Source: an optimization exercise on an open RTL-to-GDS flow (aim: small area and a short achievable clock period). Production flows keep margins and buffers that such runs may drop. In this exercise RTL edits were held to simulation tests only and were not proved equivalent to the original.

### flow/design.v
module cte_fma (
    input  wire        clk,
    input  wire        rst,        
    input  wire        in_valid,
    input  wire        in_neg,     
    input  wire [31:0] in_a,
    input  wire [31:0] in_b,
    input  wire [31:0] in_c,
    output reg         out_valid,
    output reg  [31:0] out_r
);
    reg        v0, n0;
    reg [31:0] a0, b0, c0;
    always @(posedge clk) begin
        v0 <= rst ? 1'b0 : in_valid;
        n0 <= in_neg;
        a0 <= in_a;
        b0 <= in_b;
        c0 <= in_c;
    end
    wire       sa = a0[31], sb = b0[31], sc = c0[31];
    wire [7:0] ea = a0[30:23], eb = b0[30:23], ec = c0[30:23];
    wire a_zero = (ea == 8'd0);
    wire b_zero = (eb == 8'd0);
    wire c_zero = (ec == 8'd0);
    wire a_max  = (ea == 8'hFF);
    wire b_max  = (eb == 8'hFF);
    wire c_max  = (ec == 8'hFF);
    wire a_fz   = (a0[22:0] == 23'd0);
    wire b_fz   = (b0[22:0] == 23'd0);
    wire c_fz   = (c0[22:0] == 23'd0);
    wire a_inf  = a_max & a_fz;
    wire b_inf  = b_max & b_fz;
    wire c_inf  = c_max & c_fz;
    wire any_nan = (a_max & ~a_fz) | (b_max & ~b_fz) | (c_max & ~c_fz);
    wire sp  = sa ^ sb ^ n0;
    wire sub = sp ^ sc;
    wire pz  = a_zero | b_zero;
    wire p_inf = a_inf | b_inf;
    wire s1_nan = any_nan | (a_inf & b_zero) | (a_zero & b_inf) |
                  (p_inf & c_inf & sub);
    wire s1_inf = p_inf | c_inf;
    wire s1_isg = p_inf ? sp : sc;
    wire [23:0] ma = pz ? 24'd0 : {1'b1, a0[22:0]};
    wire [23:0] mb = {1'b1, b0[22:0]};
    wire [23:0] mc = c_zero ? 24'd0 : {1'b1, c0[22:0]};
    wire [35:0] pl = ma * mb[11:0];
    wire [35:0] ph = ma * mb[23:12];
    wire signed [10:0] sh_raw = $signed({3'd0, ea}) + $signed({3'd0, eb})
                              - $signed({3'd0, ec}) - 11'sd100;
    wire clamp = pz | sh_raw[10];                  
    wire [6:0] sh = clamp ? 7'd0 :
                    (sh_raw > 11'sd127) ? 7'd127 : sh_raw[6:0];
    wire signed [9:0] e47 = clamp ? $signed({2'd0, ec}) - 10'sd27
                                  : $signed({2'd0, ea}) + $signed({2'd0, eb}) - 10'sd127;
    wire [73:0] c_sh = {mc, 50'd0} >> sh;          
    wire [6:0]  st_n = (sh > 7'd74) ? 7'd24 : (sh > 7'd50 ? sh - 7'd50 : 7'd0);
    wire [23:0] st_m = ~(24'hFF_FFFF << st_n[4:0]) | {24{st_n[4] & st_n[3]}};
    wire        c_st = |(mc & st_m);
    reg        v1, sp1, sc1, sub1, nan1, inf1, isg1;
    reg [35:0] pl1, ph1;
    reg [74:0] cal1;
    reg signed [9:0] e471;
    always @(posedge clk) begin
        v1   <= rst ? 1'b0 : v0;
        sp1  <= sp;
        sc1  <= sc;
        sub1 <= sub;
        nan1 <= s1_nan;
        inf1 <= s1_inf;
        isg1 <= s1_isg;
        pl1  <= pl;
        ph1  <= ph;
        cal1 <= {c_sh, c_st};
        e471 <= e47;
    end
    wire [76:0] cx  = {2'b00, cal1} ^ {77{sub1}};
    wire [76:0] sum = {28'd0, ph1, 13'd0} + {40'd0, pl1, 1'b0} + cx + {76'd0, sub1};
    reg        v2, sp2, sc2, nan2, inf2, isg2;
    reg [76:0] sum2;
    reg signed [9:0] e472;
    always @(posedge clk) begin
        v2   <= rst ? 1'b0 : v1;
        sp2  <= sp1;
        sc2  <= sc1;
        nan2 <= nan1;
        inf2 <= inf1;
        isg2 <= isg1;
        sum2 <= sum;
        e472 <= e471;
    end
    wire        neg = sum2[76];
    wire [75:0] mag = neg ? (~sum2[75:0] + 76'd1) : sum2[75:0];
    reg [6:0] lead;
    integer k;
    always @(*) begin
        lead = 7'd0;
        for (k = 0; k < 76; k = k + 1)
            if (mag[k]) lead = k[6:0];
    end
    reg        v3, nan3, inf3, isg3, rs3, zs3;
    reg [75:0] mag3;
    reg [6:0]  lead3;
    reg signed [9:0] e473;
    always @(posedge clk) begin
        v3    <= rst ? 1'b0 : v2;
        nan3  <= nan2;
        inf3  <= inf2;
        isg3  <= isg2;
        rs3   <= sp2 ^ neg;
        zs3   <= sp2 & sc2;
        mag3  <= mag;
        lead3 <= lead;
        e473  <= e472;
    end
    wire        mag_zero = ~mag3[lead3];
    wire [75:0] norm     = mag3 << (7'd75 - lead3);
    wire signed [9:0] e_norm = e473 + $signed({3'd0, lead3}) - 10'sd47;
    wire [23:0] mant   = norm[75:52];
    wire        guard  = norm[51];
    wire        sticky = |norm[50:0];
    wire        rup    = guard & (sticky | mant[0]);
    wire [24:0] mant_r = {1'b0, mant} + {24'd0, rup};
    wire signed [9:0] e_r = mant_r[24] ? e_norm + 10'sd1 : e_norm;
    wire [22:0] frac_r = mant_r[24] ? mant_r[23:1] : mant_r[22:0];
    wire to_min_normal = (e_norm == 10'sd0) && (&mant);
    reg [31:0] res;
    always @(*) begin
        if (nan3)
            res = 32'h7FC0_0000;
        else if (inf3)
            res = {isg3, 8'hFF, 23'd0};
        else if (mag_zero)
            res = {zs3, 31'd0};
        else if (e_r >= 10'sd255)
            res = {rs3, 8'hFF, 23'd0};
        else if (e_norm >= 10'sd1)
            res = {rs3, e_r[7:0], frac_r};
        else if (to_min_normal)
            res = {rs3, 8'd1, 23'd0};
        else
            res = {rs3, 31'd0};
    end
    always @(posedge clk) begin
        out_valid <= rst ? 1'b0 : v3;
        out_r     <= res;
    end
endmodule
### flow/run.sh
#!/bin/bash
# synth_recipe.tcl (not shown) runs the flow's synth.tcl, then flattens the netlist and writes it again
# the make line also repeats each setting of config.mk as NAME=value (left out here)
make -C /OpenROAD-flow-scripts/flow DESIGN_CONFIG=/design/flow/config.mk WORK_HOME=/design/flow/orfs CLKGATE_MAP_FILE= SYNTH_SCRIPT=/design/flow/synth_recipe.tcl finish
### flow/config.mk
export PLATFORM = sky130hd
export DESIGN_NAME = cte_fma
export DESIGN_NICKNAME = cte_fma
export VERILOG_FILES = /design/flow/design.v
export SDC_FILE = /design/flow/constraint.sdc
export NUM_CORES = 4
export LEC_CHECK = 0
export CAP_MARGIN = 20
export CORE_MARGIN = 2
export CORE_UTILIZATION = 40
export SLEW_MARGIN = 20
### flow/constraint.sdc
create_clock -name core_clock -period 22.0 [get_ports {clk}]
set_input_delay 4.4000 -clock core_clock [delete_from_list [all_inputs] [get_ports {clk}]]
set_output_delay 4.4000 -clock core_clock [all_outputs]
set_load 0.01 [all_outputs]
==> results.txt <==
reg2reg end ph1[34]$_DFF_P_; Distinct cells, synth 101; I/O pin total 133; share of flip-flops with an asynchronous set or reset 0%; Min Hold Slack 322 ps; RSZ-0062 raised after global routing no; Yosys Warn Count 1; FMAX 0.117 GHz; worst r2r path cells 23; global-route wire length before repair 202 mm; WP buf/inv 2; Synth Area per Inst 9.17 sq um; worst slew pin tran 1090 ps; Die Span Y 344 microns; simple-gate share of the synthesized area 15.8%; initial antenna violation count 0; CTS tree built; gr usage total 21.5%; leading area contributor after synthesis dfxtp_1; cell repeated most along the worst path fa_1; relative slew slack 27.1%; CP cell instances nor4_1 > nand2_1 > and3_1 > and2_1 > fa_1 > fa_1 > fa_1 > inv_1 > fa_1 > inv_1 > fa_1 > ha_1 > a21oi_1 > o21a_1 > o211ai_1 > o311ai_0 > a21oi_1 > o41ai_1 > a21oi_1 > o21ai_0 > nand2b_1 > nor4b_1 > or3_1; Die ar. 118,000 sq um; fin. max-slew vios 0; Worst Hold Launch e472[6]$_DFF_P_; Hold Path Stages 0; post-route design area 50,800 sq um; Post-Synth XOR/XNOR Area 5.95%; DR vias/cell 5.43; post-route ant nets 0; Mapped Cells 5,042; ratio of final minimum period to clock period 38.7%; vias in the first global route 36,100; crit-path max FO 25; outcome finished clean; crit-path leading delay family simple AND/OR/NAND/NOR gates; CTS buffer count 54; Post-CTS Hold Buffers 0; post-synthesis compound-gate area fraction 11.5%; final hold violation count 0; total nets after synthesis 5,892; final WL 127 mm; root buffer cell clkbuf_16; CP Capture Type flip-flop; share of the synthesized area in the top cell type 21.1%; Critical Path Slowest Stage Cell and3_1; H-tree depth 2; # rows 124; crit path launch type flip-flop; Clock Tree Buf Depth 3; Core Area 115,000 sq um; most used flip-flop cell after synthesis dfxtp_1; Worst-Skew Late Latency 680 ps; Synth Area in Adders 28.0%; Worst EP arrival 9000 ps; Area after DPL 48,900 sq um; final setup skew 76.7 ps; Max Cap Violations 0; global route total overflow 0; Final TNS setup 0 ps; post_cts resized 0; pin count of the biggest net entering global routing 68; vias post-DR 35,800; Synth Register Bits 487; total clock sinks 487; top cells by area, synth dfxtp_1 21%, fa_1 21%, ha_1 7.4%; setup repair bufs after CTS 0; Seq/Total Area, Yosys 21.1%; share of layout cells above drive strength 1 8.20%; Post-Syn Area 46,200 sq um; count leader, synth inv_1; post-DP HPWL 99.8 mm; core occupancy in the finished layout 44.4%; initial core utilization 40.4%; Reg-to-Reg Start b0[27]$_DFF_P_; clock slew seen by the registers of the worst setup and hold paths 60 ps; mux cell area share after synthesis 9.79%; CP Data Required Time 22,490 ps; Buffers on Ports 132; Crit Path Class reg -> reg; most frequent cells after synthesis 662 x inv_1, 598 x nand2_1, 487 x dfxtp_1, 475 x fa_1, 275 x ha_1; drt pass-1 iters 6; Die Span X 344 microns; crit-path max cell delay 860 ps; Post-synth EDFFs 0; R2R Setup Slk 13,490 ps; Syn-to-layout area delta 9.85%; Min-Delay Endpoint e473[6]$_DFF_P_; main combinational cell family by area after synthesis adder cells; Total Nets Final 5,892; setup violators final 0; # DRC 0; Tightest Hold Check Type reg -> reg; 1st-iter DRT viols 2,695; RD Place Congestion 0.972; Final Critical Period 8510 ps; DR WL/cell 19.2 microns
[worst register-to-register path: stages, from the launching register on]
cell	delay [ps]
dfxtp_1	340
nor4_1	360
nand2_1	720
and3_1	870
and2_1	380
fa_1	570
fa_1	440
fa_1	540
inv_1	50
fa_1	530
inv_1	60
fa_1	470
ha_1	400
a21oi_1	230
o21a_1	150
o211ai_1	150
o311ai_0	450
a21oi_1	210
o41ai_1	370
a21oi_1	140
o21ai_0	250
nand2b_1	140
nor4b_1	160
or3_1	360
[cell usage in the layout, fill, tap and decap left out, types with 15 or more instances in the layout]
cell and instances:
inv_1 662, nand2_1 598, dfxtp_1 482, fa_1 475, ha_1 274, nor2_1 233, xnor2_1 205, a21oi_1 184
and2_1 163, o21ai_0 155, mux4_2 132, clkdlybuf4s50_1 132, xor2_1 101, mux2i_1 91, nand3_1 82, buf_4 64
and3_1 63, nor3_1 62, a21o_1 59, mux2_2 56, clkbuf_16 54, nor4_1 43, o31ai_1 43, nor2b_1 35
o21a_1 35, or4_1 33, or3_1 33, nand2b_1 33, o22ai_1 30, nand4_1 29, or2_2 27, o211ai_1 27
o41ai_1 27, a211oi_1 25, a31oi_1 24, o21bai_1 20, a21boi_0 17, a22oi_1 15
[per-stage QoR]
step,cells,setup WS [ps]
floorplan,5042,15200
global placement,6498,13780
detailed placement,6498,13670
CTS,6596,13580
global route,6596,13090
finish,6598,13490
[cell type report]
class / instances / area, sq um
Multi-Input combinational cell: 3636 / 32900
Sequential cell: 487 / 9760
Clock buffer: 73 / 1550
Tap cell: 1512 / 1890
Timing Repair Buffer: 196 / 1800
Inverter: 667 / 2500
Antenna cell: 2 / 5.00
Fill cell: 11100 / 63700
Clock inverter: 25 / 375
[metal layers]
| metal | up-vias | wire, microns | track usage, % |
|---|---|---|---|
| met1 | 17500 | 55100 | 28.4 |
| met3 | 266 | 6580 | 2.67 |
| met5 | - | 0 | 0 |
| met2 | 1112 | 59500 | 35.8 |
| met4 | 0 | 5480 | 8.67 |
| li1 | 16900 | - | - |
[registers in the layout (all words and copies together), names as in the netlist, 7 cells and up]
name,count
e472,10
e471,10
out_r,32
b0,32
ph1,36
sum2,77
a0,32
e473,10
c0,32
pl1,36
cal1,75
lead3,7
mag3,76
[worst max path at each step]
stage,from,to,slack (ps),depth (start not counted)
6_report,b0[27]$_DFF_P_,ph1[34]$_DFF_P_,13490,23
5_1_grt,a0[28]$_DFF_P_,ph1[34]$_DFF_P_,13090,23
4_1_cts,b0[27]$_DFF_P_,ph1[34]$_DFF_P_,13580,23
3_5_place_dp,b0[27]$_DFF_P_,ph1[34]$_DFF_P_,13670,23
3_3_place_gp,b0[27]$_DFF_P_,pl1[34]$_DFF_P_,13780,23
2_1_floorplan,b0[27]$_DFF_P_,ph1[34]$_DFF_P_,15200,28
[kinds of logic (layout without fill, tap and decap cells)]
group | after synthesis | after routing
muxes | 280 | 280
xor gates and xnor gates | 311 | 311
and+or+nand+nor | 1499 | 1499
adders and majority gates | 750 | 750
DFF | 487 | 487
other | 0 | 2
buffers and inverters | 919 | 961
AOI/OAI and AO/OA | 796 | 796

re-timing with driven ports:
In the flow no input, the clock included, has a driving cell. The finished layout below was timed again as built, in two steps.
Step 1: set_driving_cell puts a clkbuf_16 on clk and a buf_2 on each other input, an assumption about the parent block.
Step 2 adds t to the input delays and takes it off the output delays; t is the mean of the earliest and latest rising clock arrival at the registers after step 1. Input paths then give back, and output paths get back, about the clock's delay inside the block.
Slacks: no drivers / after step 1 / after step 2; pairs: no drivers / after step 1.
t (ns): 0.714
slack for setup (ns): 13.489 / 13.489 / 13.489
worst setup path after step 2: register to register
worst slew at a driven data input, ns: 0.07
After both steps setup and hold are still met in this run. The setup slack of this run moves by 0.000 ns with the drivers and by 0.000 ns with both steps.
